This is an optimization exercise on Yosys and OpenROAD, whose aim is small area, not a production implementation. Only simulation tests tie the RTL to the original design; equivalence was not proved. Power and IR drop assume default switching activity.

==> flow/design.v <==
module vbs_rca #(parameter W = 8) (
    input  wire [W-1:0] a,
    input  wire [W-1:0] b,
    input  wire         ci,
    output wire [W-1:0] s,
    output wire         co
);
    wire [W:0] c;
    assign c[0] = ci;
    genvar i;
    generate
        for (i = 0; i < W; i = i + 1) begin : g
            assign s[i]   = a[i] ^ b[i] ^ c[i];
            assign c[i+1] = (a[i] & b[i]) | (a[i] & c[i]) | (b[i] & c[i]);
        end
    endgenerate
    assign co = c[W];
endmodule
module vbs_sinc2(input [14:0] h, output [6:0] f);
    wire n1 = h[0] ^ h[2] ^ h[4];
    wire n2 = (h[0] & h[2]) | (h[0] & h[4]) | (h[2] & h[4]);
    wire n3 = h[6] ^ h[8] ^ h[10];
    wire n4 = (h[6] & h[8]) | (h[6] & h[10]) | (h[8] & h[10]);
    wire n5 = h[1] ^ h[13] ^ h[2];
    wire n6 = (h[1] & h[13]) | (h[1] & h[2]) | (h[13] & h[2]);
    wire n7 = h[12] ^ h[5] ^ h[9];
    wire n8 = (h[12] & h[5]) | (h[12] & h[9]) | (h[5] & h[9]);
    wire n9 = h[3] ^ h[11] ^ h[4];
    wire n10 = (h[3] & h[11]) | (h[3] & h[4]) | (h[11] & h[4]);
    wire n11 = h[10] ^ h[5] ^ h[9];
    wire n12 = (h[10] & h[5]) | (h[10] & h[9]) | (h[5] & h[9]);
    wire n13 = n1 ^ n3 ^ h[12];
    wire n14 = (n1 & n3) | (n1 & h[12]) | (n3 & h[12]);
    wire n15 = n2 ^ n4 ^ n5;
    wire n16 = (n2 & n4) | (n2 & n5) | (n4 & n5);
    wire n17 = n7 ^ h[6] ^ h[8];
    wire n18 = (n7 & h[6]) | (n7 & h[8]) | (h[6] & h[8]);
    wire n19 = n6 ^ n8 ^ n9;
    wire n20 = (n6 & n8) | (n6 & n9) | (n8 & n9);
    wire n21 = n11 ^ h[6] ^ h[8];
    wire n22 = (n11 & h[6]) | (n11 & h[8]) | (h[6] & h[8]);
    wire n23 = n10 ^ n12 ^ h[7];
    wire n24 = (n10 & n12) | (n10 & h[7]) | (n12 & h[7]);
    wire n25 = n14 ^ n15 ^ n17;
    wire n26 = (n14 & n15) | (n14 & n17) | (n15 & n17);
    wire n27 = n16 ^ n18 ^ n19;
    wire n28 = (n16 & n18) | (n16 & n19) | (n18 & n19);
    wire n29 = n20 ^ n22 ^ n23;
    wire n30 = (n20 & n22) | (n20 & n23) | (n22 & n23);
    wire n31 = n26 ^ n27 ^ n21;
    wire n32 = (n26 & n27) | (n26 & n21) | (n27 & n21);
    wire n33 = n32 ^ n28 ^ n29;
    wire n34 = (n32 & n28) | (n32 & n29) | (n28 & n29);
    wire n35 = n34 ^ n30 ^ n24;
    wire n36 = (n34 & n30) | (n34 & n24) | (n30 & n24);
    wire n37 = n13 ^ h[14];
    wire n38 = n13 & h[14];
    wire n39 = n25 ^ n38;
    wire n40 = n25 & n38;
    wire n41 = n31 ^ n40;
    wire n42 = n31 & n40;
    wire n43 = n33 ^ n42;
    wire n44 = n33 & n42;
    wire n45 = n35 ^ n44;
    wire n46 = n35 & n44;
    wire n47 = n36 ^ n46;
    wire n48 = n36 & n46;
    assign f = {n48, n47, n45, n43, n41, n39, n37};
endmodule
module vb_sense (
    input  wire         clk,
    input  wire         rst,
    input  wire         enable,
    input  wire         tick,
    input  wire [5:0]   s_ls,
    input  wire         s_hs,
    input  wire         hs_en,
    input  wire [95:0]  sense_fs,
    input  wire [95:0]  i_oc,
    input  wire [15:0]  hs_fs,
    input  wire [15:0]  bank_oc,
    output wire [48:0]  f_code,
    output wire [5:0]   oc_fault,
    output wire         bank_oc_fault,
    output reg          meas_valid,
    output wire [101:0] meas_x
);
    wire       clr  = rst | ~enable;
    wire       inst = tick & enable & ~rst;
    wire [6:0] bits = {s_hs, s_ls};
    integer n;
    genvar  c;
    reg         fresh;                 
    reg  [4:0]  q    [0:6];            
    reg  [6:0]  qz;                    
    reg  [6:0]  prev_hit;
    reg  [6:0]  sticky;
    wire [6:0]  hit;
    always @(posedge clk) begin
        if (clr)       fresh <= 1'b1;
        else if (inst) fresh <= 1'b0;
    end
    generate
        for (c = 0; c < 7; c = c + 1) begin : g_fast
            reg  [14:0] h;             
            wire        h0 = h[0] & ~fresh;
            wire [6:0]  f;
            vbs_sinc2 u_s (.h({h[14:1], h0}), .f(f));
            always @(posedge clk) begin
                if (clr)       h[14:1] <= 14'd0;
                else if (inst) h[14:1] <= {h[13:1], h0};
                if (inst)      h[0] <= bits[c];
            end
            assign f_code[7*c +: 7] = f;
            wire        ge;
            vbs_rca #(6) u_c (.a({f[6], f[4:0]}), .b(~{1'b0, q[c]}), .ci(qz[c]), .s(), .co(ge));
            assign hit[c] = (f[6] | f[5]) & ge;
        end
    endgenerate
    assign oc_fault      = sticky[5:0] | (hit[5:0] & prev_hit[5:0]);
    assign bank_oc_fault = sticky[6]   | (hit[6] & prev_hit[6]);
    always @(posedge clk) begin
        if (clr) begin
            prev_hit <= 7'd0;
            sticky   <= 7'd0;
        end else if (tick) begin
            prev_hit <= {hit[6] & hs_en, hit[5:0]};
            sticky   <= {bank_oc_fault, oc_fault};
        end
    end
    reg  [6:0]  dsel;                  
    reg  [1:0]  dph;                   
    reg  [15:0] rem;
    reg  [3:0]  qq;
    wire [111:0] fs_all = {hs_fs, sense_fs};
    wire [111:0] i_all  = {bank_oc, i_oc};
    wire [15:0]  d_fs, d_i;
    generate
        for (c = 0; c < 16; c = c + 1) begin : g_dmux
            wire [6:0] tf, ti;
            genvar k;
            for (k = 0; k < 7; k = k + 1) begin : g_k
                assign tf[k] = dsel[k] & fs_all[16*k + c];
                assign ti[k] = dsel[k] & i_all[16*k + c];
            end
            assign d_fs[c] = |tf;
            assign d_i[c]  = |ti;
        end
    endgenerate
    wire [15:0] r0 = (dph == 2'd0) ? d_i : rem;
    wire [15:0] t1, t2;
    wire        nb1, nb2;
    vbs_rca #(16) u_d1 (.a({r0[14:0], 1'b0}), .b(~d_fs), .ci(1'b1), .s(t1), .co(nb1));
    wire        qa = nb1 | r0[15];
    wire [15:0] r1 = qa ? t1 : {r0[14:0], 1'b0};
    vbs_rca #(16) u_d2 (.a({r1[14:0], 1'b0}), .b(~d_fs), .ci(1'b1), .s(t2), .co(nb2));
    wire        qb = nb2 | r1[15];
    wire [15:0] r2 = qb ? t2 : {r1[14:0], 1'b0};
    always @(posedge clk) begin
        if (clr) begin
            dsel <= 7'd1;
            dph  <= 2'd0;
        end else if (dph == 2'd2) begin
            dph  <= 2'd0;
            dsel <= {dsel[5:0], dsel[6]};
        end else begin
            dph  <= dph + 2'd1;
        end
        rem <= r2;
        qq  <= (dph == 2'd0) ? {2'b00, qa, qb} : {qq[1:0], qa, qb};
        for (n = 0; n < 7; n = n + 1)
            if (dph == 2'd2 && dsel[n]) begin
                q[n]  <= {qq, qa};
                qz[n] <= (r1 == 16'd0);
            end
    end
    reg  [5:0]  pos;                   
    reg  [1:0]  blk;                   
    reg  [1:0]  ph;                    
    reg  [2:0]  fl;                    
    reg  [2:0]  zl;                    
    reg  [2:0]  dl;                    
    wire        apply = |fl;
    wire        zero  = |zl;
    wire [1:0]  role  = (ph == blk) ? 2'd0 :
                        (ph == ((blk == 2'd2) ? 2'd0 : blk + 2'd1)) ? 2'd1 : 2'd2;
    wire        zc    = apply & (role == 2'd2) & (pos == 6'd0);
    reg  [11:0] wr0, wr1, wr2;         
    wire        p0    = (pos == 6'd0);
    wire [11:0] w     = (role == 2'd0) ? (p0 ? 12'd2080 : wr2) :
                        (role == 2'd1) ? (p0 ? 12'd2016 : wr2) :
                                         (p0 ? 12'd0    : wr2);
    wire [7:0]  db;                    
    vbs_rca #(8) u_db (.a(8'd65), .b(~{1'b0, pos, 1'b0}), .ci(1'b0), .s(db), .co());
    wire [11:0] wd    = (role == 2'd0) ? {6'b111111, pos} :
                        (role == 2'd1) ? {{4{db[7]}}, db} : {6'd0, pos};
    wire [11:0] wn;
    vbs_rca #(12) u_w (.a(w), .b(wd), .ci(1'b0), .s(wn), .co());
    always @(posedge clk) begin
        wr0 <= apply ? wn : wr2;
        wr1 <= wr0;
        wr2 <= wr1;
    end
    wire        dec   = inst & (pos == 6'd62);
    always @(posedge clk) begin
        if (rst) begin
            blk <= 2'd0;
            ph  <= 2'd0;
            dl  <= 3'd0;
        end else begin
            if (inst && pos == 6'd63) blk <= (blk == 2'd2) ? 2'd0 : blk + 2'd1;
            ph  <= (ph == 2'd2) ? 2'd0 : ph + 2'd1;
            dl  <= {dl[1:0], dec};
        end
        if (clr) begin
            pos <= 6'd63;
            fl  <= 3'd0;
        end else begin
            if (inst) pos <= pos + 6'd1;
            fl  <= {fl[1:0], inst};
        end
        zl <= {zl[1:0], clr};
    end
    reg         cact;                  
    reg  [5:0]  csel;                  
    reg  [3:0]  cstep;                 
    wire        cfirst = (cstep == 4'd0);
    wire        clast  = (cstep == 4'd15);
    wire        capv   = (|dl) & (role == 2'd0);
    wire [18:0] mv;                    
    wire        mm;                    
    wire [17:0] u_in;
    reg  [17:0] u;
    wire [18:0] ms;
    wire [18:0] vsel [0:5];
    wire [5:0]  msel;
    generate
        for (c = 0; c < 6; c = c + 1) begin : g_meas
            reg  [17:0] r0q, r1q, r2q;     
            reg  [18:0] v;                 
            reg  [15:0] fsr;               
            wire        zb   = (zero | zc) & ~capv;
            wire [17:0] base = zb ? 18'd0 : r2q;
            wire [11:0] wadd = ((apply | capv) & g_fast[c].h[0]) ? w : 12'd0;
            wire [17:0] sum;
            wire        sco;
            vbs_rca #(18) u_r (.a(base), .b({6'd0, wadd}), .ci(1'b0), .s(sum), .co(sco));
            always @(posedge clk) begin
                r0q <= sum;
                r1q <= r0q;
                r2q <= r1q;
                if (capv)
                    v <= {~sco & ~sum[17], ~sum[17], sum[16:0]};
                else if (cact && csel[c] && clast)
                    v[16:0] <= ms[18:2];
                if (dec) fsr <= sense_fs[16*c +: 16];
                else     fsr <= {fsr[0], fsr[15:1]};
            end
            assign vsel[c] = csel[c] ? v : 19'd0;
            assign msel[c] = csel[c] & fsr[13];
            assign meas_x[17*c +: 17] = v[16:0];
        end
    endgenerate
    assign mv = vsel[0] | vsel[1] | vsel[2] | vsel[3] | vsel[4] | vsel[5];
    assign mm = |msel;
    assign u_in = cfirst ? {1'b0, mv[18], 16'd0} : u;
    vbs_rca #(19) u_m (.a({u_in[17], u_in}), .b(mm ? mv : 19'd0), .ci(mv[18]),
                       .s(ms), .co());
    always @(posedge clk) begin
        u <= ms[18:1];
        if (rst) begin
            cact       <= 1'b0;
            meas_valid <= 1'b0;
        end else begin
            meas_valid <= cact & clast & csel[5];
            if (dl[2]) begin
                cact  <= 1'b1;
                csel  <= 6'd1;
                cstep <= 4'd0;
            end else if (cact) begin
                cstep <= cstep + 4'd1;
                if (clast) begin
                    csel <= {csel[4:0], 1'b0};
                    if (csel[5]) cact <= 1'b0;
                end
            end
        end
    end
endmodule
==> flow/flow/run.sh <==
#!/bin/bash
# The standard layout (standard.sh) with two changes: the ports are
# buffered by the smallest buffer (sky130_fd_sc_hd__buf_1), and clock tree
# synthesis uses larger sink clusters and no dummy loads.
# make's output goes to flow_make.log; each ORFS step logs under orfs/logs.
set -euo pipefail
bash standard.sh \
  "BUFFER_PORTS_ARGS=-buffer_cell sky130_fd_sc_hd__buf_1" \
  "CTS_ARGS=-sink_clustering_enable -repair_clock_nets -sink_clustering_size 30 -sink_clustering_max_diameter 80 -dont_use_dummy_load" \
  finish > flow_make.log 2>&1
==> flow/standard.sh <==
#!/bin/bash
# synth_recipe.tcl (not shown) runs the flow's synth.tcl, then flattens the netlist and writes it again
# the make line also repeats each setting of config.mk as NAME=value (left out here)
make -C /OpenROAD-flow-scripts/flow DESIGN_CONFIG=/design/flow/config.mk WORK_HOME=/design/flow/orfs CLKGATE_MAP_FILE= SYNTH_SCRIPT=/design/flow/synth_recipe.tcl "${@:-finish}"
==> flow/config.mk <==
export PLATFORM = sky130hd
export DESIGN_NAME = vb_sense
export DESIGN_NICKNAME = vb_sense
export VERILOG_FILES = /design/flow/design.v
export SDC_FILE = /design/flow/constraint.sdc
export NUM_CORES = 4
export LEC_CHECK = 0
export CAP_MARGIN = 20
export CORE_MARGIN = 2
export CORE_UTILIZATION = 55
export PLACE_DENSITY = 0.7
export SETUP_SLACK_MARGIN = 0.3
export SLEW_MARGIN = 20
==> flow/constraint.sdc <==
create_clock -name core_clock -period 15.0 [get_ports {clk}]
set_input_delay 3.0000 -clock core_clock [delete_from_list [all_inputs] [get_ports {clk}]]
set_output_delay 3.0000 -clock core_clock [all_outputs]
set_load 0.01 [all_outputs]
==> results of run 1 <==
==> cell usage after synthesis, types with 11 or more instances <==
master	number
nor2b_1	132
a22oi_1	102
fa_1	248
maj3_1	13
inv_1	257
and2_1	15
edfxtp_1	173
o21ai_0	17
a221oi_1	18
a31oi_1	28
nand2_1	568
a222oi_1	31
nand2b_1	14
a21o_1	18
nand4_1	11
buf_1	15
ha_1	104
buf_4	155
buf_2	11
clkbuf_1	105
nor2_1	223
a21oi_1	31
nand3_1	29
dfxtp_1	637
mux2i_1	119
a22o_1	11
==> routing by layer <==
| metal | track usage | up-vias | routed length (um) |
|---|---|---|---|
| li1 | - | 10500 | - |
| met3 | 0.0396 | 164 | 5230 |
| met5 | 0 | - | 0 |
| met2 | 0.435 | 760 | 40800 |
| met1 | 0.330 | 11100 | 34500 |
| met4 | 0.0864 | 0 | 2670 |
==> logic make-up (layout without fill, tap and decap cells) <==
logic type	Yosys count	count (layout)	share of synthesized area
adders and majority gates	365	365	0.183
AOI/OAI and AO/OA	296	296	0.0627
other	0	1	0
xor gates and xnor gates	14	14	0.00351
and+or+nand+nor	1014	1016	0.124
muxes	126	126	0.0364
buffers and inverters	547	741	0.0760
DFF	810	810	0.514
==> state kept, by name (all words and copies together) (netlist names), 12 cells and up <==
| signal | flops |
|---|---|
| g_meas.r1q | 108 |
| wr0 | 12 |
| g_fast.h | 105 |
| g_meas.r2q | 108 |
| wr2 | 12 |
| g_meas.fsr | 96 |
| g_meas.v | 114 |
| wr1 | 12 |
| rem | 16 |
| g_meas.r0q | 108 |
| q | 35 |
| u | 18 |
==> power breakdown <==
part	switching, mW	internal (mW)
clock	0.652	0.467
combinational	0.608	0.354
sequential	0.0745	2.55
total	1.33	3.37
==> timing repair <==
item,4_1_cts,5_1_grt
gates cloned,0,2
resized for setup,1,11
buffers inserted,0,3
pin swaps,0,4
endpoints found under the setup margin,1,17
==> per-stage QoR <==
stage	utilization	cells	worst slack, ns	total power, mW
after floorplan	-	3172	0.301	3.31
after global placement	0.576	4169	-0.0655	3.57
after detailed placement	0.576	4169	-0.264	3.61
after CTS	0.592	4208	0.364	4.72
after global routing	0.593	4215	0.0305	4.96
final	0.593	4215	0.327	4.70
==> layout make-up <==
cell class	count	area share
antenna	1	0.0000671
sequential	810	0.481
multi-input combinational	1817	0.388
inverter	259	0.0261
clock buffer	39	0.0262
timing repair buffer	443	0.0499
tap	846	0.0284
==> worst paths after layout <==
kind,start,end,cells past startpoint
worst max-delay path,i_oc[33],rem[15],41
worst min-delay path,wr1[2],wr2[2],0
worst min register to register,wr1[2],wr2[2],0
worst max register to register,dsel[3],rem[15],41
==> cell usage in the layout, fill, tap and decap left out, types with 28 or more instances in the layout <==
cell | Yosys | routed
a21oi_1 | 31 | 30
a222oi_1 | 31 | 31
a22oi_1 | 102 | 102
a31oi_1 | 28 | 28
buf_1 | 15 | 392
buf_4 | 155 | 48
clkbuf_16 | 0 | 39
dfxtp_1 | 637 | 637
edfxtp_1 | 173 | 173
fa_1 | 248 | 220
fa_2 | 0 | 28
ha_1 | 104 | 104
inv_1 | 257 | 254
mux2i_1 | 119 | 119
nand2_1 | 568 | 567
nand3_1 | 29 | 29
nor2_1 | 223 | 222
nor2b_1 | 132 | 131
==> impl_metrics.csv, run 1 <==
group,metric,value,unit
clock_tree,clock-sinks,810,
layout,fillers,5310,
floorplan,dieWidth,256,um
synth,netlist_instances,3172,
sta,rsz0062_at_grt,"yes",
critical_path,cp_max_fo,4,
sta,hold_violations,0,
sta,finalCriticalPeriod,14.67,ns
critical_path,critPathMaxStageDelay,0.51,ns
critical_path,end_kind,"register",
hold_path,hold_path.class,"register to register",
clock_tree,cts_max_path_buffers,3,
sta,finalSetupTns,0,ns
critical_path,cp.arrival,15.13,ns
layout,register_area,0.0179,mm2
synth,synth_top_area_cell,"dfxtp_1",
clock_tree,clk_latency,0.61,ns
route,ant_nets,0,
sta,slew_viol_final,0,
critical_path,crit_top_cell,"fa_2",
sta,setup_violations,0,
synth,yosysWarningCount,2,
layout,nets,3958,
sta,maxSlewHeadroom,0.277,
synth,synthArstFlopShare,0,
clock_tree,numCtsBuffers,39,
power,power.density,126,mW/mm2
placed_design,place_area,0.0362,mm2
global_route,grt_max_degree,98,
power,leakage,15.7,nW
critical_path,path_buf_inv,3,
status,outcome,"finished clean",
floorplan,row_count,92,
critical_path,start_kind,"input pin",
floorplan,io-pin-count,395,
global_route,grt_pass1_vias,23900,
synth,yosys_register_bits,810,
route,remaining_drc_errors,0,
sta,worst_slew_pin_slew,1.08,ns
critical_path,crit_type,"input pin to register",
clock_tree,ctsHoldBuffers,0,
global_route,overflow,0,
route,route.detailed.wl_per_inst,19.7,um
synth,ys_types,50,
synth,synthTopCellsByArea,"dfxtp_1 37%, edfxtp_1 15%, fa_1 14%",
critical_path,cpLargestDelayFamily,"adder cells",
synth,syn_area_per_cell,11.0,um2
sta,fmax,0.0682,GHz
power,irDropWorstVdd,75.2,uV
route,drt_pass1_iterations,7,
synth,synthFlopType,"dfxtp_1",
floorplan,initial_core_util,0.555,
layout,syn2layout_area_growth,6.85,%
placed_design,place.port_buffers,394,
sta,period_share,0.978,
synth,syn_area,0.0349,mm2
sta,fin_worst_skew,0.0754,ns
synth,yosysTopAreaCellShare,0.365,
floorplan,die_h,256,um
sta,whs,0.268,ns
critical_path,worstPathRequired,15.46,ns
clock_tree,cts_tree,"built",
floorplan,core,0.0629,mm2
layout,multi_input_area,0.0145,mm2
route,initialDrtViolationCount,1833,
layout,final_area,0.0373,mm2
clock_tree,cts.clk_slew.worst_paths,0.11,ns
route,drt-total-wl,83200,um
critical_path,rrSetupSlack,1.91,ns
global_route,antenna_found_initial,2,
synth,syn_nets,3760,
synth,synth-edff-count,173,
route,via_per_inst,5.35,
placed_design,gp_congestion,0.945,
placed_design,hpwl,61500,um
global_route,grt_pass1_wl,130000,um
clock_tree,htreeDepth,2,
clock_tree,cts_root_buffer,"clkbuf_16",
critical_path,slowest_stage,"fa_2",
layout,drive_above_1_share,0.0433,
floorplan,dieArea,0.0655,mm2
route,route.vias.total,22600,
run,maxCapViolCount,0,
synth,seq_area_frac_synth,0.514,
global_route,grtUsageTotal,0.254,
==> run 2, diff against run 1 <==
--- a/flow/config.mk
+++ b/flow/config.mk
@@ -8,6 +8,6 @@
 export CAP_MARGIN = 20
 export CORE_MARGIN = 2
-export CORE_UTILIZATION = 55
-export PLACE_DENSITY = 0.7
+export CORE_UTILIZATION = 40
+export PLACE_DENSITY = 0.6
 export SETUP_SLACK_MARGIN = 0.3
 export SLEW_MARGIN = 20
==> run 2 against run 1 <==
Effect of this change:
- critical path type unchanged
- flip-flop and latch count unchanged
- worst setup slack improved by 0.0047 ns
- worst hold slack improved by 0.016 ns
- area after synthesis unchanged
- via count decreased by 2.0%
- largest cell class unchanged
- non-clock buffer count decreased by 2
- critical path depth increased by 1
- largest power group unchanged
- combinational power decreased by 1%
- cell count increased by 7.3%
- clock skew decreased by 0.0028 ns
==> impl_metrics.csv, run 2 <==
group,metric,value,unit
clock_tree,cts_max_path_buffers,3,
route,route.vias.total,22100,
sta,slew_viol_final,0,
clock_tree,ctsHoldBuffers,0,
synth,synthFlopType,"dfxtp_1",
clock_tree,cts_root_buffer,"clkbuf_16",
clock_tree,cts.clk_slew.worst_paths,0.09,ns
floorplan,io-pin-count,395,
route,initialDrtViolationCount,1826,
power,total_power,4.73,mW
placed_design,dp.cells,4478,
run,maxCapViolCount,0,
synth,synth.most_common_cell,"dfxtp_1",
layout,fillers,8234,
power,irDropWorstVdd,78.0,uV
global_route,grt_pass1_vias,22500,
synth,synth_top_area_cell,"dfxtp_1",
synth,ys_types,50,
layout,nets,3959,
placed_design,gp_congestion,0.877,
floorplan,dieWidth,299,um
clock_tree,htreeDepth,2,
synth,syn_area,0.0349,mm2
synth,synthTopCellsByArea,"dfxtp_1 37%, edfxtp_1 15%, fa_1 14%",
layout,multi_input_area,0.0145,mm2
route,route.detailed.wl_per_inst,18.7,um
route,remaining_drc_errors,0,
clock_tree,cts_tree,"built",
synth,synthArstFlopShare,0,
critical_path,crit_end,"rem[15]",
sta,setup_violations,0,
sta,fin_worst_skew,0.0726,ns
synth,syn_nets,3760,
synth,yosys_register_bits,810,
floorplan,die_h,299,um
sta,finalCriticalPeriod,14.67,ns
floorplan,core,0.0866,mm2
global_route,overflow,0,
synth,seq_area_frac_synth,0.514,
critical_path,end_kind,"register",
clock_tree,numCtsBuffers,42,
synth,netlist_instances,3172,
synth,synth-edff-count,173,
critical_path,reg2reg_to,"rem[15]",
global_route,grt_max_degree,98,
synth,yosysTopAreaCellShare,0.365,
layout,final_common_cell,"dfxtp_1",
layout,register_area,0.0179,mm2
floorplan,initial_core_util,0.403,
route,drt-total-wl,84500,um
critical_path,crit_type,"input pin to register",
critical_path,cp.arrival,15.18,ns
sta,rsz0062_at_grt,"yes",
floorplan,dieArea,0.0896,mm2
sta,period_share,0.978,
synth,syn_area_per_cell,11.0,um2
critical_path,crit_top_cell,"fa_2",
sta,maxSlewHeadroom,0.287,
critical_path,start_kind,"input pin",
critical_path,critPathMaxStageDelay,0.45,ns
clock_tree,clock-sinks,810,
critical_path,startpoint,"i_oc[32]",
power,power.density,125,mW/mm2
sta,hold_violations,0,
hold_path,hold_path.class,"register to register",
global_route,antenna_found_initial,3,
route,via_per_inst,4.89,
clock_tree,clk_latency,0.62,ns
critical_path,rrSetupSlack,2.11,ns
power,leakage,15.7,nW
placed_design,place.port_buffers,394,
global_route,grtUsageTotal,0.188,
hold_path,hold_depth,0,
synth,yosysWarningCount,2,
sta,worst_slew_pin_slew,1.07,ns
layout,final_cells,4524,
layout,num_antenna_cells,0,
sta,fmax,0.0682,GHz
global_route,grt_pass1_wl,131000,um
route,drt_pass1_iterations,6,
placed_design,hpwl,63300,um
critical_path,slowest_stage,"fa_2",
layout,syn2layout_area_growth,8.08,%
route,ant_nets,0,
floorplan,row_count,108,
synth,synth_commonest_cells,"637 x dfxtp_1, 568 x nand2_1, 257 x inv_1",
critical_path,worstPathRequired,15.51,ns
status,outcome,"finished clean",
layout,regMostFlops,"g_meas.v",
layout,largest_reg_flops,114,
sta,finalSetupTns,0,ns
critical_path,cp_max_fo,9,
layout,drive_above_1_share,0.0430,
layout,mostFrequentLayoutCells,"637 x dfxtp_1, 567 x nand2_1, 393 x buf_1, 255 x inv_1, 222 x nor2_1",
critical_path,worst_r2r_startpoint,"dsel[2]",
critical_path,worst_r2r_path_depth,41,
layout,utilization,0.436,
-- run 2: per-stage QoR --
step	cell area, um2	hold WS (ns)	setup WS [ns]
detailed placement	36600	0.312	-0.303
global route	37700	0.291	0.0228
CTS	37700	0.284	0.314
finish	37700	0.284	0.332
floorplan	35000	0.310	0.301
global placement	36600	0.310	-0.129
-- run 2: logic make-up (layout without fill, tap and decap cells) --
family | after synthesis | count (layout) | share of synthesized area
DFF | 810 | 810 | 0.514
buffers and inverters | 547 | 742 | 0.0760
xor gates and xnor gates | 14 | 14 | 0.00351
AOI/OAI and AO/OA | 296 | 296 | 0.0627
adders and majority gates | 365 | 365 | 0.183
muxes | 126 | 126 | 0.0364
and+or+nand+nor | 1014 | 1016 | 0.124
-- run 2: layer usage --
metal  share of wire  vias to the layer above  track usage
met5         0.00032                        -            0
met4           0.026                        4       0.0538
met3           0.049                      124       0.0230
met2            0.49                      575        0.316
met1            0.44                    10900        0.256
li1                -                    10500            -
-- run 2: timing repair --
| item | CTS | global route |
|---|---|---|
| setup endpoints to repair | 0 | 17 |
| resized for setup | 0 | 7 |
| setup buffers | 0 | 2 |
-- run 2: worst min path at each step --
stage	start	to	slack, ns
after floorplan	g_meas[0].r0q[0]	g_meas[0].r1q[0]	0.31
after global placement	g_meas[5].r1q[1]	g_meas[5].r2q[1]	0.31
after detailed placement	g_meas[0].r0q[1]	g_meas[0].r1q[1]	0.31
after CTS	wr0[10]	wr1[10]	0.28
after global routing	wr0[10]	wr1[10]	0.29
final	wr0[10]	wr1[10]	0.28
-- run 2: power breakdown --
group          internal [mW]  switching, mW  total (mW)
sequential              2.55         0.0712        2.62
combinational          0.355          0.595       0.950
clock                  0.501          0.667        1.17
-- run 2: final cells by class --
type | count | share of cell area
clock buffers | 42 | 0.0279
repair buffers | 441 | 0.0489
inverters | 259 | 0.0259
well taps | 1155 | 0.0383
multi-input cells | 1817 | 0.383
flip-flops and latches | 810 | 0.476
-- run 2: critical path, delay by kind of cell --
kind,cells,cell delay (ns)
adder cells (fa/ha/maj),29,10.24
XOR/XNOR,1,0.16
AO/OA/AOI/OAI,4,0.85
multiplexers,1,0.18
buffers and inverters,3,0.20
AND/OR/NAND/NOR,4,0.53
==> run 3, diff against run 2 <==
--- a/flow/design.v
+++ b/flow/design.v
@@ -252,5 +252,5 @@
                 if (capv)
                     v <= {~sco & ~sum[17], ~sum[17], sum[16:0]};
-                else if (cact && csel[c] && clast)
+                else if (c < 5 && cact && csel[c] && clast)
                     v[16:0] <= ms[18:2];
                 if (dec) fsr <= sense_fs[16*c +: 16];
@@ -259,5 +259,5 @@
             assign vsel[c] = csel[c] ? v : 19'd0;
             assign msel[c] = csel[c] & fsr[13];
-            assign meas_x[17*c +: 17] = v[16:0];
+            assign meas_x[17*c +: 17] = (c < 5) ? v[16:0] : ms[18:2];
         end
     endgenerate
@@ -273,5 +273,5 @@
             meas_valid <= 1'b0;
         end else begin
-            meas_valid <= cact & clast & csel[5];
+            meas_valid <= cact & (cstep == 4'd14) & csel[5];
             if (dl[2]) begin
                 cact  <= 1'b1;
--- a/flow/config.mk
+++ b/flow/config.mk
@@ -8,6 +8,6 @@
 export CAP_MARGIN = 20
 export CORE_MARGIN = 2
-export CORE_UTILIZATION = 40
-export PLACE_DENSITY = 0.6
+export CORE_UTILIZATION = 55
+export PLACE_DENSITY = 0.7
 export SETUP_SLACK_MARGIN = 0.3
 export SLEW_MARGIN = 20
==> run 3 against run 2 <==
Effect of this change:
- still clean on timing, DRC and antenna
- non-clock buffer count rose by 1
- first-iteration DRC count rose by 3.7%
- wire length rose by 2.4%
- global-route usage rose by 7.8 points
- via count rose by 2.7%
- combinational power rose by 15%
- worst hold slack improved by 0.013 ns
- synthesized cell count fell by 1.2%
- critical endpoint is now rem[2]
==> impl_metrics.csv, run 3 <==
group,metric,value,unit
layout,fillers,5306,
global_route,overflow,0,
clock_tree,cts.clk_slew.worst_paths,0.11,ns
critical_path,crit_type,"input pin to register",
clock_tree,numCtsBuffers,40,
sta,slew_viol_final,0,
sta,finalCriticalPeriod,14.66,ns
route,wl_met1,36600,um
route,highest_layer,"met5",
route,drt-total-wl,86500,um
floorplan,core,0.0629,mm2
synth,synthFlopType,"dfxtp_1",
critical_path,cp_max_fo,9,
layout,regMostFlops,"g_meas.v",
global_route,grtUsageTotal,0.266,
critical_path,worstPathRequired,15.54,ns
synth,yosys_register_bits,810,
route,initialDrtViolationCount,1894,
placed_design,hpwl,63700,um
synth,yosysTopAreaCellShare,0.367,
route,via_per_inst,5.43,
floorplan,io-pin-count,395,
global_route,grt_pass1_vias,23800,
synth,ys_types,52,
synth,synth_top_area_cell,"dfxtp_1",
route,wl_met2,40600,um
synth,synthArstFlopShare,0,
clock_tree,clock-sinks,810,
layout,syn2layout_area_growth,6.86,%
floorplan,initial_core_util,0.554,
layout,drive_above_1_share,0.0438,
layout,final_cells,4179,
floorplan,row_count,92,
critical_path,critPathMaxStageDelay,0.50,ns
hold_path,hold_depth,0,
synth,netlist_instances,3133,
route,route.vias.total,22700,
route,route.detailed.wl_per_inst,20.7,um
synth,syn_nets,3722,
synth,syn_area,0.0348,mm2
global_route,grt_max_degree,98,
run,maxCapViolCount,0,
critical_path,worst_r2r_path_depth,41,
clock_tree,clk_latency,0.61,ns
route,met3_length,6580,um
global_route,grt_pass1_wl,135000,um
sta,hold_violations,0,
layout,final_common_cell,"dfxtp_1",
power,power.density,130,mW/mm2
layout,largest_reg_flops,114,
critical_path,start_kind,"input pin",
clock_tree,htreeDepth,2,
placed_design,gp_congestion,0.983,
clock_tree,cts_tree,"built",
synth,synthTopCellsByArea,"dfxtp_1 37%, edfxtp_1 15%, fa_1 14%",
critical_path,cp.arrival,15.20,ns
sta,finalSetupTns,0,ns
placed_design,dp.cells,4134,
route,remaining_drc_errors,0,
clock_tree,ctsHoldBuffers,0,
sta,worst_slew_pin_slew,1.12,ns
sta,maxSlewHeadroom,0.250,
sta,rsz0062_at_grt,"yes",
sta,fmax,0.0682,GHz
synth,yosysWarningCount,2,
status,outcome,"finished clean",
synth,synth.most_common_cell,"dfxtp_1",
clock_tree,cts_root_buffer,"clkbuf_16",
power,irDropWorstVdd,83.2,uV
synth,syn_area_per_cell,11.1,um2
hold_path,hold_path.class,"register to register",
power,leakage,15.6,nW
sta,fin_worst_skew,0.0710,ns
critical_path,slowest_stage,"fa_2",
sta,setup_violations,0,
placed_design,place.port_buffers,394,
critical_path,end_kind,"register",
critical_path,crit_top_cell,"fa_2",
clock_tree,cts_max_path_buffers,3,
floorplan,dieWidth,256,um
layout,nets,3923,
route,drt_pass1_iterations,6,
layout,mostFrequentLayoutCells,"637 x dfxtp_1, 533 x nand2_1, 393 x buf_1, 255 x inv_1, 220 x fa_1",
sta,period_share,0.977,
global_route,antenna_found_initial,4,
floorplan,dieArea,0.0653,mm2
synth,seq_area_frac_synth,0.516,
synth,synth-edff-count,173,
floorplan,die_h,256,um
synth,synth_commonest_cells,"637 x dfxtp_1, 534 x nand2_1, 257 x inv_1",
route,ant_nets,0,
[run 3: cell count changes after synthesis, moves of 2 or more]
cell / delta
nand2_1: -34
buf_6: +2
buf_1: +4
clkbuf_1: -9
nor2_1: -4
o21bai_1: -2
nor3_1: +2
[run 3: worst max-delay path, delay by kind of cell]
family	cells	cell delay [ns]
adders and majority gates	29	10.27
AOI/OAI and AO/OA	4	0.85
and+or+nand+nor	4	0.50
muxes	1	0.20
buffers and inverters	3	0.19
xor gates and xnor gates	1	0.16
[run 3: per-layer routing]
metal | GRT usage | vias to the layer above
li1 | - | 10400
met1 | 0.360 | 11200
met2 | 0.430 | 884
met3 | 0.0582 | 161
met4 | 0.0786 | 8
met5 | 0 | -
[run 3: final cells by class]
| type | instances | area (um2) | share of cell area |
|---|---|---|---|
| timing repair buffer | 442 | 1840 | 0.0496 |
| clock buffer | 40 | 1000 | 0.0269 |
| sequential | 810 | 17900 | 0.483 |
| tap | 846 | 1060 | 0.0285 |
| antenna | 1 | 2.50 | 0.0000673 |
| multi-input combinational | 1781 | 14400 | 0.386 |
| inverter | 259 | 975 | 0.0262 |
[run 3: final timing paths]
kind                            slack (ns)     start  endpoint
worst min register to register        0.30    wr1[6]    wr2[6]
worst max register to register        1.96   dsel[1]    rem[2]
worst min-delay path                  0.30    wr1[6]    wr2[6]
worst max-delay path                  0.34  i_oc[32]    rem[2]
[run 3: what timing repair did]
item                                    in CTS  in global routing
gates resized for setup                      1                  7
setup buffers                                0                  2
endpoints found under the setup margin       1                 17
cloned                                       0                  2
pin swaps                                    0                  7
[run 3: report_power, final]
group          leakage, nW  total [mW]  switching, mW  internal, mW
Combinational         8.31        1.09          0.691         0.394
Clock                0.493        1.14          0.660         0.479
Sequential            6.77        2.61         0.0769          2.54
[run 3: cells by family after synthesis]
kind of cell / after synthesis / share of synthesized area
AO/OA/AOI/OAI: 295 / 0.0628
flip-flops: 810 / 0.516
XOR/XNOR: 14 / 0.00352
multiplexers: 125 / 0.0362
AND/OR/NAND/NOR: 978 / 0.121
adder cells (fa/ha/maj): 367 / 0.184
buffers and inverters: 544 / 0.0763
[run 3: through the flow]
stage / power, mW / instance area [um2] / util / hold WS, ns / worst slack [ns]
floorplan: 3.44 / 34900 / - / 0.310 / 0.189
global placement: 3.67 / 36100 / 0.574 / 0.310 / -0.104
detailed placement: 3.72 / 36100 / 0.574 / 0.312 / -0.273
CTS: 4.85 / 37100 / 0.591 / 0.281 / 0.356
global route: 5.08 / 37200 / 0.591 / 0.301 / 0.0325
finish: 4.84 / 37200 / 0.592 / 0.297 / 0.342
==> run 4, diff against run 3 <==
==> flow/flow/run.sh (replaced) <==
#!/bin/bash
# The standard layout (standard.sh) with two changes: the ports are
# buffered by the smallest buffer (sky130_fd_sc_hd__buf_1), and clock tree
# synthesis uses clkbuf_8 sink buffers, larger sink clusters and no dummy loads.
# make's output goes to flow_make.log; each ORFS step logs under orfs/logs.
set -euo pipefail
bash standard.sh \
  "BUFFER_PORTS_ARGS=-buffer_cell sky130_fd_sc_hd__buf_1" \
  "CTS_ARGS=-sink_clustering_enable -repair_clock_nets -sink_clustering_size 20 -sink_clustering_max_diameter 60 -dont_use_dummy_load -buf_list sky130_fd_sc_hd__clkbuf_8 -root_buf sky130_fd_sc_hd__clkbuf_16" \
  finish > flow_make.log 2>&1
==> run 4 against run 3 <==
Effect of this change:
- clock-buffer cell count is 15 higher
- register-to-register slack got worse by 0.06 ns
- via count fell by 0.37%
- utilization decreased by 0.22 points
- global-route usage about the same
- total power is 2.1% lower
==> impl_metrics.csv, run 4 <==
group,metric,value,unit
status,outcome,"finished clean",
global_route,grt_pass1_vias,23900,
layout,register_area,0.0179,mm2
route,ant_nets,0,
power,power.density,128,mW/mm2
synth,syn_nets,3722,
critical_path,crit_end,"rem[8]",
layout,utilization,0.589,
power,leakage,15.5,nW
critical_path,start_kind,"input pin",
hold_path,hold_path.class,"register to register",
global_route,antenna_found_initial,4,
synth,yosysWarningCount,2,
floorplan,io-pin-count,395,
synth,syn_area,0.0348,mm2
critical_path,critPathMaxStageDelay,0.46,ns
synth,synth_commonest_cells,"637 x dfxtp_1, 534 x nand2_1, 257 x inv_1",
critical_path,crit_type,"input pin to register",
floorplan,dieArea,0.0653,mm2
global_route,grt_pass1_wl,135000,um
floorplan,dieWidth,256,um
layout,largest_reg_flops,114,
synth,synthFlopType,"dfxtp_1",
global_route,overflow,0,
clock_tree,cts_tree,"built",
sta,fin_worst_skew,0.0776,ns
clock_tree,clk_latency,0.60,ns
critical_path,worst_r2r_startpoint,"dsel[1]",
synth,seq_area_frac_synth,0.516,
floorplan,die_h,256,um
layout,final_common_cell,"dfxtp_1",
route,remaining_drc_errors,0,
floorplan,row_count,92,
layout,fillers,5345,
clock_tree,clock-sinks,810,
sta,maxSlewHeadroom,0.259,
layout,multi_input_area,0.0143,mm2
global_route,grt_max_degree,98,
critical_path,end_kind,"register",
synth,yosysTopAreaCellShare,0.367,
route,drt-total-wl,86700,um
clock_tree,cts_max_path_buffers,3,
sta,hold_violations,0,
critical_path,worst_r2r_path_depth,42,
placed_design,gp_congestion,0.983,
sta,setup_violations,0,
critical_path,slowest_stage,"a222oi_1",
synth,synth-edff-count,173,
synth,yosys_register_bits,810,
critical_path,cp_max_fo,8,
sta,rsz0062_at_grt,"yes",
clock_tree,cts.clk_slew.worst_paths,0.11,ns
power,total_power,4.74,mW
global_route,grtUsageTotal,0.266,
sta,fmax,0.0677,GHz
synth,ys_types,52,
critical_path,worstPathRequired,15.48,ns
route,via_per_inst,5.39,
placed_design,hpwl,63700,um
sta,slew_viol_final,0,
layout,mostFrequentLayoutCells,"637 x dfxtp_1, 533 x nand2_1, 393 x buf_1, 255 x inv_1, 220 x fa_1",
power,irDropWorstVdd,77.2,uV
synth,syn_area_per_cell,11.1,um2
layout,drive_above_1_share,0.0495,
layout,regMostFlops,"g_meas.v",
critical_path,startpoint,"i_oc[32]",
synth,synth.most_common_cell,"dfxtp_1",
layout,syn2layout_area_growth,6.46,%
critical_path,rrSetupSlack,1.90,ns
critical_path,reg2reg_to,"rem[8]",
route,initialDrtViolationCount,1755,
synth,netlist_instances,3133,
synth,synthArstFlopShare,0,
critical_path,crit_top_cell,"fa_2",
hold_path,hold_depth,0,
sta,finalCriticalPeriod,14.78,ns
sta,worst_slew_pin_slew,1.11,ns
layout,nets,3942,
route,route.vias.total,22600,
synth,synthTopCellsByArea,"dfxtp_1 37%, edfxtp_1 15%, fa_1 14%",
route,drt_pass1_iterations,7,
clock_tree,numCtsBuffers,55,
clock_tree,cts_root_buffer,"clkbuf_16",
clock_tree,htreeDepth,2,
critical_path,cp.arrival,15.26,ns
placed_design,place.port_buffers,394,
sta,period_share,0.985,
synth,synth_top_area_cell,"dfxtp_1",
run,maxCapViolCount,0,
floorplan,core,0.0629,mm2
route,route.detailed.wl_per_inst,20.7,um
floorplan,initial_core_util,0.554,
clock_tree,ctsHoldBuffers,0,
run 4: per-stage QoR:
stage	hold slack, ns	TNS, ns	instances	area, um2	worst slack [ns]
floorplan	0.310	0	3133	34900	0.189
global placement	0.310	-1.60	4134	36100	-0.104
detailed placement	0.312	-3.97	4134	36100	-0.273
CTS	0.307	0	4189	36900	0.313
global route	0.306	-0.122	4197	37000	-0.0471
finish	0.302	0	4198	37000	0.219
run 4: final cells by class:
type,count,area share
clock buffer,55,0.0220
inverter,259,0.0263
multi-input combinational,1779,0.387
timing repair buffer,448,0.0516
antenna,1,0.0000676
sequential,810,0.485
tap,846,0.0286
run 4: critical path: cells and delay by family:
kind	cells	cell delay, ns
fa+ha+maj	29	10.24
compound gates	4	0.88
simple gates	4	0.43
buf+inv	4	0.34
mux	1	0.18
xor+xnor	1	0.16
run 4: what timing repair did:
action,CTS,global route
gates resized for setup,1,11
pin swaps,0,6
endpoints found under the setup margin,13,17
setup buffers,0,8
run 4: worst min-delay path by stage:
stage	startpoint	end	slack, ns
6_report	g_meas[3].r1q[2]	g_meas[3].r2q[2]	0.30
5_1_grt	g_meas[3].r1q[2]	g_meas[3].r2q[2]	0.31
4_1_cts	g_meas[3].r1q[2]	g_meas[3].r2q[2]	0.31
3_5_place_dp	g_meas[0].r0q[10]	g_meas[0].r1q[10]	0.31
3_3_place_gp	g_meas[3].r0q[0]	g_meas[3].r1q[0]	0.31
2_1_floorplan	g_meas[0].r0q[0]	g_meas[0].r1q[0]	0.31
run 4: per-layer routing:
metal / global-route usage / up-vias / routed length [um]
li1: - / 10400 / -
met1: 0.360 / 11200 / 36800
met2: 0.430 / 833 / 40600
met3: 0.0564 / 164 / 6480
met4: 0.0846 / 8 / 2700
met5: 0 / - / 56
run 4: cell families (layout without fill, tap and decap cells):
group	Yosys count	after routing	share of synthesized area
XOR/XNOR	14	14	0.00352
buffers and inverters	544	762	0.0763
adder cells (fa/ha/maj)	367	367	0.184
AND/OR/NAND/NOR	978	978	0.121
other	0	1	0
flip-flops	810	810	0.516
AO/OA/AOI/OAI	295	295	0.0628
multiplexers	125	125	0.0362
run 4: power breakdown:
group	total (mW)	internal, mW	leakage [nW]	switching (mW)
Sequential	2.61	2.54	6.77	0.0763
Clock	1.02	0.362	0.421	0.660
Combinational	1.10	0.410	8.34	0.689
Total	4.74	3.31	15.5	1.43
==> run 5, diff against run 4 <==
--- a/flow/flow/run.sh
+++ b/flow/flow/run.sh
@@ -7,4 +7,4 @@
 bash standard.sh \
   "BUFFER_PORTS_ARGS=-buffer_cell sky130_fd_sc_hd__buf_1" \
-  "CTS_ARGS=-sink_clustering_enable -repair_clock_nets -sink_clustering_size 20 -sink_clustering_max_diameter 60 -dont_use_dummy_load -buf_list sky130_fd_sc_hd__clkbuf_8 -root_buf sky130_fd_sc_hd__clkbuf_16" \
+  "CTS_ARGS=-sink_clustering_enable -repair_clock_nets -sink_clustering_size 18 -sink_clustering_max_diameter 50 -dont_use_dummy_load -buf_list sky130_fd_sc_hd__clkbuf_8 -root_buf sky130_fd_sc_hd__clkbuf_16" \
   finish > flow_make.log 2>&1
==> run 5 against run 4 <==
Effect of this change:
- final area increased by 1.0%
- non-clock buffer count decreased by 6
- largest cell class unchanged
- largest power group unchanged
- highest routed layer unchanged
- still clean
- critical path depth decreased by 1
==> impl_metrics.csv, run 5 <==
group,metric,value,unit
status,outcome,"finished clean",
clock_tree,numCtsBuffers,82,
layout,mostFrequentLayoutCells,"637 x dfxtp_1, 533 x nand2_1, 393 x buf_1, 255 x inv_1, 220 x fa_1",
power,power_switching,1.46,mW
clock_tree,ctsHoldBuffers,0,
synth,synth_commonest_cells,"637 x dfxtp_1, 534 x nand2_1, 257 x inv_1",
sta,whs,0.304,ns
global_route,grt_max_degree,98,
floorplan,dieArea,0.0653,mm2
critical_path,end_kind,"register",
clock_tree,cts.clk_slew.worst_paths,0.10,ns
synth,syn_area_per_cell,11.1,um2
layout,nets,3966,
sta,hold_violations,0,
critical_path,critPathMaxStageDelay,0.51,ns
critical_path,worstPathRequired,15.47,ns
layout,utilization,0.595,
synth,netlist_instances,3133,
synth,synthTopCellsByArea,"dfxtp_1 37%, edfxtp_1 15%, fa_1 14%",
route,remaining_drc_errors,0,
floorplan,row_count,92,
power,share_comb_of_total_power,0.220,
route,route.detailed.wl_per_inst,20.6,um
route,ant_nets,0,
sta,fin_worst_skew,0.0957,ns
layout,regMostFlops,"g_meas.v",
layout,syn2layout_area_growth,7.53,%
sta,rsz0062_at_grt,"yes",
global_route,antenna_found_initial,4,
route,drt_pass1_iterations,9,
layout,drive_above_1_share,0.0560,
sta,finalCriticalPeriod,14.76,ns
clock_tree,htreeDepth,3,
synth,syn_nets,3722,
sta,period_share,0.984,
placed_design,hpwl,63700,um
synth,synth.most_common_cell,"dfxtp_1",
global_route,overflow,0,
floorplan,core,0.0629,mm2
layout,largest_reg_flops,114,
clock_tree,clk_latency,0.63,ns
synth,ys_types,52,
route,wl_met2,40800,um
synth,synthArstFlopShare,0,
synth,synth-edff-count,173,
route,route.vias.total,22800,
sta,slew_viol_final,0,
critical_path,crit_type,"input pin to register",
layout,final_area,0.0374,mm2
floorplan,dieWidth,256,um
sta,maxSlewHeadroom,0.257,
floorplan,io-pin-count,395,
critical_path,crit_top_cell,"fa_2",
sta,finalSetupTns,0,ns
clock_tree,cts_max_path_buffers,3,
clock_tree,clock-sinks,810,
global_route,grt_pass1_vias,24100,
power,power.density,132,mW/mm2
clock_tree,cts_tree,"built",
clock_tree,cts_root_buffer,"clkbuf_16",
critical_path,slowest_stage,"fa_2",
power,p_int,3.48,mW
synth,seq_area_frac_synth,0.516,
synth,yosysTopAreaCellShare,0.367,
critical_path,cp.arrival,15.23,ns
synth,syn_area,0.0348,mm2
power,seq_power_share,0.530,
power,leakage,15.7,nW
sta,fmax,0.0677,GHz
global_route,grtUsageTotal,0.268,
synth,synthFlopType,"dfxtp_1",
power,clkPwrFrac,0.250,
placed_design,place.port_buffers,394,
synth,synth_top_area_cell,"dfxtp_1",
route,initialDrtViolationCount,1735,
sta,setup_violations,0,
synth,yosysWarningCount,2,
route,highest_layer,"met5",
floorplan,initial_core_util,0.554,
run,maxCapViolCount,0,
critical_path,start_kind,"input pin",
layout,final_common_cell,"dfxtp_1",
route,wl_met1,36800,um
floorplan,die_h,256,um
power,total_power,4.93,mW
route,met3_length,6690,um
sta,worst_slew_pin_slew,1.11,ns
critical_path,cp_max_fo,4,
placed_design,place_area,0.0361,mm2
hold_path,hold_path.class,"register to register",
route,via_per_inst,5.40,
layout,fillers,5318,
global_route,grt_pass1_wl,136000,um
synth,yosys_register_bits,810,
placed_design,gp_congestion,0.983,
route,drt-total-wl,87200,um
power,switching_share,0.296,
power,irDropWorstVdd,72.2,uV
## run 5: path summary, 6_finish.rpt
path,startpoint,end,slack (ns),cells after the start
max reg2reg,dsel[1],rem[3],1.98,41
min,g_meas[3].r0q[16],g_meas[3].r1q[16],0.30,0
max,i_oc[32],rem[3],0.24,42
min reg2reg,g_meas[3].r0q[16],g_meas[3].r1q[16],0.30,0
## run 5: routing by layer
metal,up-vias,global-route usage
li1,10500,-
met5,-,0
met2,854,0.431
met4,8,0.0879
met1,11200,0.359
met3,187,0.0654
## run 5: critical path: cells and delay by family
family                   cells  cell delay [ns]
AO/OA/AOI/OAI                4             0.88
AND/OR/NAND/NOR              4             0.49
XOR/XNOR                     1             0.16
multiplexers                 1             0.19
adder cells (fa/ha/maj)     29            10.28
buffers and inverters        3             0.19
## run 5: final cells by class
type | count | area, um2 | share of cell area
Antenna cell | 1 | 2.50 | 0.0000669
Inverter | 259 | 975 | 0.0261
Clock buffer | 82 | 1230 | 0.0329
Multi-Input combinational cell | 1782 | 14400 | 0.384
Timing Repair Buffer | 442 | 1840 | 0.0493
Sequential cell | 810 | 17900 | 0.480
Tap cell | 846 | 1060 | 0.0283
## run 5: what timing repair did
item	4_1_cts	5_1_grt
gates cloned	0	3
buffers inserted	0	2
resized for setup	1	7
endpoints found under the setup margin	6	17
pin swaps	0	8
## run 5: logic make-up after synthesis
kind of cell / after synthesis / share of synthesized area
adder cells (fa/ha/maj): 367 / 0.184
AO/OA/AOI/OAI: 295 / 0.0628
multiplexers: 125 / 0.0362
buffers and inverters: 544 / 0.0763
flip-flops: 810 / 0.516
AND/OR/NAND/NOR: 978 / 0.121
XOR/XNOR: 14 / 0.00352
## run 5: through the flow
stage	std cells	setup WS, ns
6_report	4222	0.237
3_3_place_gp	4134	-0.104
5_1_grt	4221	-0.0304
2_1_floorplan	3133	0.189
4_1_cts	4216	0.319
3_5_place_dp	4134	-0.273
## run 5: power by group through the flow
stage               Clock, mW  Sequential (mW)  Combinational (mW)
floorplan                   0             2.63               0.809
global placement            0             2.65                1.02
detailed placement          0             2.66                1.06
CTS                      1.27             2.61                1.07
global route             1.34             2.63                1.22
finish                   1.23             2.62                1.09

-- what the ideal ports hide --
The results above use ideal ports. As a check the final layouts listed here were re-extracted and re-timed, cells and wires unchanged. Step 1 sets driving cells, clkbuf_16 on the clock port and buf_2 on the other inputs (assumed; they add their load-dependent delay and slew). Step 2 adds t to the input delays and takes it off the output delays; t is the mean of the earliest and latest rising clock arrival at the registers after step 1. Input paths then give back, and output paths get back, about the clock's delay inside the block. Three values: no drivers, after step 1, after step 2; two values: the first two.
run	shift t [ns]	setup WS [ns]	worst hold slack (ns)	worst setup path after step 2	worst data-port slew with drivers (ns)
run 1	0.628	0.327 / 0.362 / -0.266	0.268 / 0.268 / 0.268	input to register	0.09
run 2	0.625	0.332 / 0.363 / -0.262	0.284 / 0.284 / 0.284	input to register	0.10
run 3	0.645	0.342 / 0.383 / -0.262	0.297 / 0.297 / 0.297	input to register	0.09
run 4	0.633	0.219 / 0.264 / -0.369	0.302 / 0.302 / 0.302	input to register	0.09
run 5	0.642	0.237 / 0.281 / -0.361	0.304 / 0.304 / 0.304	input to register	0.09
Met with ideal ports but missed after step 2: setup timing in every run listed. The setup slack of run 3, which loses most, moves by +0.041 ns with the drivers and by -0.604 ns with both steps.
